From an optimization exercise on the open Yosys and OpenROAD flow, aimed at small area and a short achievable clock period; shortcuts taken in it are not production practice. Function was checked by simulation only, so behaviour that the tests miss may differ from the original.

$ cat design/flow/design.v
module chk_unit (
    input  wire        clk,
    input  wire        rst,         
    input  wire        start,       
    input  wire [2:0]  sel,         
    input  wire        in_valid,    
    input  wire [63:0] in_data,     
    input  wire [2:0]  in_nbm1,     
    output wire [63:0] crc_out,     
    output wire        crc_err      
);
    localparam [2:0] CHK_CRC8   = 3'd1;
    localparam [2:0] CHK_CRC16  = 3'd2;
    localparam [2:0] CHK_CRC32  = 3'd3;
    localparam [2:0] CHK_CRC32C = 3'd4;
    localparam [2:0] CHK_CRC64  = 3'd5;
    localparam [7:0]  POLY8    = 8'h1D;
    localparam [15:0] POLY16   = 16'h1021;
    localparam [31:0] POLY32R  = 32'hEDB8_8320;
    localparam [31:0] POLY32CR = 32'h82F6_3B78;
    localparam [63:0] POLY64R  = 64'hC96C_5795_D787_0F42;
    reg [2:0]  code;
    reg [63:0] state;
    wire [2:0]  code_now = start ? sel : code;
    reg  [63:0] init_now;
    always @(*) begin
        case (code_now)
            CHK_CRC8:   init_now = 64'h0000_0000_0000_00FF;
            CHK_CRC16:  init_now = 64'h0000_0000_0000_FFFF;
            CHK_CRC32:  init_now = 64'h0000_0000_FFFF_FFFF;
            CHK_CRC32C: init_now = 64'h0000_0000_FFFF_FFFF;
            CHK_CRC64:  init_now = 64'hFFFF_FFFF_FFFF_FFFF;
            default:    init_now = 64'h0;
        endcase
    end
    wire [63:0] base = start ? init_now : state;
    reg [7:0]  s8;
    reg [15:0] s16;
    reg [31:0] s32, s32c;
    reg [63:0] s64;
    reg [7:0]  b;
    integer    k, i;
    always @(*) begin
        s8   = base[7:0];
        s16  = base[15:0];
        s32  = base[31:0];
        s32c = base[31:0];
        s64  = base;
        for (k = 0; k < 8; k = k + 1) begin
            if (k <= in_nbm1) begin
                b = in_data[8*k +: 8];
                for (i = 7; i >= 0; i = i - 1) begin
                    s8  = {s8[6:0], 1'b0}  ^ ((s8[7]  ^ b[i]) ? POLY8  : 8'h0);
                    s16 = {s16[14:0], 1'b0} ^ ((s16[15] ^ b[i]) ? POLY16 : 16'h0);
                end
                for (i = 0; i < 8; i = i + 1) begin
                    s32  = {1'b0, s32[31:1]}  ^ ((s32[0]  ^ b[i]) ? POLY32R  : 32'h0);
                    s32c = {1'b0, s32c[31:1]} ^ ((s32c[0] ^ b[i]) ? POLY32CR : 32'h0);
                    s64  = {1'b0, s64[63:1]}  ^ ((s64[0]  ^ b[i]) ? POLY64R  : 64'h0);
                end
            end
        end
    end
    reg [63:0] fed;
    always @(*) begin
        case (code_now)
            CHK_CRC8:   fed = {56'h0, s8};
            CHK_CRC16:  fed = {48'h0, s16};
            CHK_CRC32:  fed = {32'h0, s32};
            CHK_CRC32C: fed = {32'h0, s32c};
            CHK_CRC64:  fed = s64;
            default:    fed = 64'h0;
        endcase
    end
    always @(posedge clk) begin
        if (rst) begin
            code  <= CHK_CRC32C;
            state <= 64'h0000_0000_FFFF_FFFF;
        end else begin
            if (start)
                code <= sel;
            if (in_valid)
                state <= fed;
            else if (start)
                state <= init_now;
        end
    end
    reg [63:0] fin;
    always @(*) begin
        case (code)
            CHK_CRC8:   fin = {56'h0, state[7:0] ^ 8'hFF};
            CHK_CRC16:  fin = {48'h0, state[15:0]};
            CHK_CRC32:  fin = {32'h0, ~state[31:0]};
            CHK_CRC32C: fin = {32'h0, ~state[31:0]};
            CHK_CRC64:  fin = ~state;
            default:    fin = 64'h0;
        endcase
    end
    assign crc_out = fin;
    assign crc_err = (code < CHK_CRC8) || (code > CHK_CRC64);
endmodule
$ cat design/flow/run.sh
#!/bin/bash
# synth_recipe.tcl (not shown) runs the flow's synth.tcl, then flattens the netlist and writes it again
# the make line also repeats each setting of config.mk as NAME=value (left out here)
make -C /OpenROAD-flow-scripts/flow DESIGN_CONFIG=/design/flow/config.mk WORK_HOME=/design/flow/orfs CLKGATE_MAP_FILE= SYNTH_SCRIPT=/design/flow/synth_recipe.tcl finish
$ cat design/flow/config.mk
export PLATFORM = sky130hd
export DESIGN_NAME = chk_unit
export DESIGN_NICKNAME = chk_unit
export VERILOG_FILES = /design/flow/design.v
export SDC_FILE = /design/flow/constraint.sdc
export NUM_CORES = 4
export LEC_CHECK = 0
export CAP_MARGIN = 20
export CORE_MARGIN = 2
export CORE_UTILIZATION = 40
export SLEW_MARGIN = 20
$ cat design/flow/constraint.sdc
create_clock -name core_clock -period 18.0 [get_ports {clk}]
set_input_delay 3.6000 -clock core_clock [delete_from_list [all_inputs] [get_ports {clk}]]
set_output_delay 3.6000 -clock core_clock [all_outputs]
set_load 0.01 [all_outputs]
==> metrics.md <==
| Metric | Value |
|---|---|
| Outcome | finished clean |
| HPWL Detailed | around 190 mm |
| Setup repair after global routing missed its margin | false |
| CORE AREA | about 0.12 mm² |
| Startpoint Class | input pin |
| CTS HTree Levels | 3 |
| Worst Tran Pin Value | ~1.3 ns |
| Sink Count | 67 |
| Avg Vias per Cell | 5.89 |
| Post-synth ARST share | 0% |
| Synthesis Warnings | 1 |
| Crit Path Max Fanout | 11 |
| Crit path largest cell delay | around 0.87 ns |
| Clk latency of the worst-skew pair | around 0.38 ns |
| First-pass DRT Iterations | 6 |
| Ports | approximately 140 |
| Post-synth cell types | between 80 and 90 |
| Hold path start | state[32]$_SDFF_PP0_ |
| Total CTS buffers | 9 |
| Clk buf depth | 2 |
| Row cnt | around 130 |
| Final hold vios | 0 |
| Setup crit end kind | flop |
| Crit share post-route | between 90% and 100% |
| Crit path launch | sel[2] |
| Global route overflow | 0 |
| Die Area | about 0.12 mm² |
| DP Area | roughly 0.052 mm² |
| Initial DRC count | around 6300 |
| CTS Hold Bufs | 0 |
| #FFs+latches synth | 67 |
| Routed Antenna Nets | 0 |
| Share of layout cells above drive strength 1 | between 9 and 10% |
| Max Freq | 56.8 MHz |
| Clk root buf | clkbuf_16 |
| DRC | 0 |
| Final worst path period need | between 15 and 20 ns |
| Routed WL per cell | ~31 µm |
| First-pass GRT wire length | 322 mm |
| Critical Path AT | approximately 18 ns |
| Max_cap viols | 0 |
| Utilization after layout | about 44% |
| Via count | around 43000 |
| Antenna violations before repair | 10 |
| Top_reg_cell synth | dfxtp_1 |
| Finish-stage setup viols | 0 |
| Clk slew on worst S/H paths | 0.07 ns |
| Area delta synth->final | 9.69% |
| Post-Syn Area | between 0.04 and 0.05 mm² |
| Post-Syn Area per Cell | 8.28 µm² |
| Post-synth EDFFs | 0 |
| Design area | 0.0522 mm² |
| Slowest CP cell | clkdlybuf4s50_1 |
| Routability congestion estimate | ~1.1 |
| Setup Buffers After CTS | 0 |
| Syn Nets | around 5800 |
| Most frequent cell on the critical path | xnor3_1 |
| Hold Path Class | flop to flop |
| Initial Utilization | ~40% |
| Clk_skew | about 0.018 ns |
| I/O Buffers | 138 |
| Hold_ws | around 0.58 ns |
| Gr usage total | a little under two fifths |
| Final #Nets | ~5900 |
| Crit Path Category | input pin to flop |
| Synthesized instance count | about 5800 |
| Seq/Total Area, Yosys | 2.82% |
| R2R Path Start | state[4]$_SDFF_PP1_ |
| Slew HR | just over 10% |
| Slew Limit Fails | 0 |
| DIE HEIGHT | ~350 µm |
| TritonCTS clock tree | yes |
| R2r setup slk | 3.91 ns |
| WL final | 232 mm |
| Setup TNS | 0 ns |
| CP required | approximately 18 ns |
| Chip Width | 349 µm |
| Post-CTS resize count | 0 |
| Vias in the first global route | 40699 |
| Largest net degree at the start of global routing | 83 |
## registers in the layout (all words and copies together) (netlist names)
name / flops
code: 3
state: 64
## path summary, 6_finish.rpt
path	endpoint	cells after the start
min reg2reg	state[32]$_SDFF_PP0_	2
max reg2reg	state[0]$_SDFF_PP1_	38
min	state[32]$_SDFF_PP0_	2
max	state[0]$_SDFF_PP1_	39
## critical path: cells and delay by family
kind,cells,cell delay [ns]
XOR/XNOR,22,8.02
AO/OA/AOI/OAI,7,2.65
buffers and inverters,6,2.23
multiplexers,3,0.76
AND/OR/NAND/NOR,1,0.48
## routing by layer
layer | vias up | track usage, % | share of wire (%)
li1 | 19177 | - | -
met1 | 21079 | 51.1 | 41
met2 | 2741 | 53.1 | 40
met3 | 477 | 10.2 | 12
met4 | 10 | 17.9 | 5.9
met5 | - | 0 | 0.033
## cells in the final DEF, fill, tap and decap left out, types with 59 or more instances in the layout
master,n
a21oi_1,430
buf_4,307
clkdlybuf4s50_1,134
dfxtp_1,67
mux2i_1,179
nand2_1,451
nor2_1,553
o21ai_0,421
xnor2_1,1667
xnor2_2,59
xnor3_1,302
xor2_1,686
xor3_1,61
## Yosys cell counts, drive strengths merged, types with 33 or more instances
cell,count,share of area [%]
a21boi,33,0.55
nand2,456,3.6
xor3,63,3.2
xor2,724,14
xnor2,1746,34
clkbuf,216,1.7
buf,153,1.5
dfxtp,67,2.8
a21oi,440,4.7
mux2i,194,4.3
nor2,563,4.5
o21ai,445,4.8
mux2,36,0.85
xnor3,316,15
## stage by stage
step	setup slack (ns)	instances
2_1_floorplan	2.61	5750
3_3_place_gp	0.623	7360
4_1_cts	0.818	7377
6_report	0.399	7381
3_5_place_dp	0.490	7361
5_1_grt	0.157	7378
## cell type report
cell class / count / area, µm²
repair buffers: 445 / 3680
fillers: 11842 / 65900
clock inverters: 6 / 113
flip-flops and latches: 67 / 1340
multi-input cells: 5299 / 44900
well taps: 1536 / 1920
clock buffers: 10 / 239
inverters: 15 / 56.3
diodes: 3 / 7.51
## kinds of logic (layout without fill, tap and decap cells)
family	count (synthesis)	count (layout)	synth area share, %
flip-flops	67	67	2.82
XOR/XNOR	2849	2849	66.0
AO/OA/AOI/OAI	1106	1106	13.4
multiplexers	230	230	5.20
AND/OR/NAND/NOR	1114	1114	9.31
other	0	3	0
buffers and inverters	384	476	3.30

separate check: timing with driven ports:
Ports are ideal in the flow. The routed layout listed here was re-timed in OpenROAD. Step 1, drivers: a clkbuf_16 drives clk and a buf_2 each remaining input, both assumed. Step 2 moves the port delays by t, midway between the first and last clock arrival at a register: inputs arrive t later, outputs are due t later. That takes back most of the time a late clock gives input paths. a / b / c = ideal / step 1 / step 2; a / b = the first two.
t, ns: 0.417
setup slack, ns: 0.399 / 0.420 / 0.003
worst setup path after step 2: input to register
cell pins on the clock port's net: 1
After both steps this run still meets setup and hold. For this run, drivers alone change the setup slack by +0.021 ns; drivers and shift together by -0.396 ns.
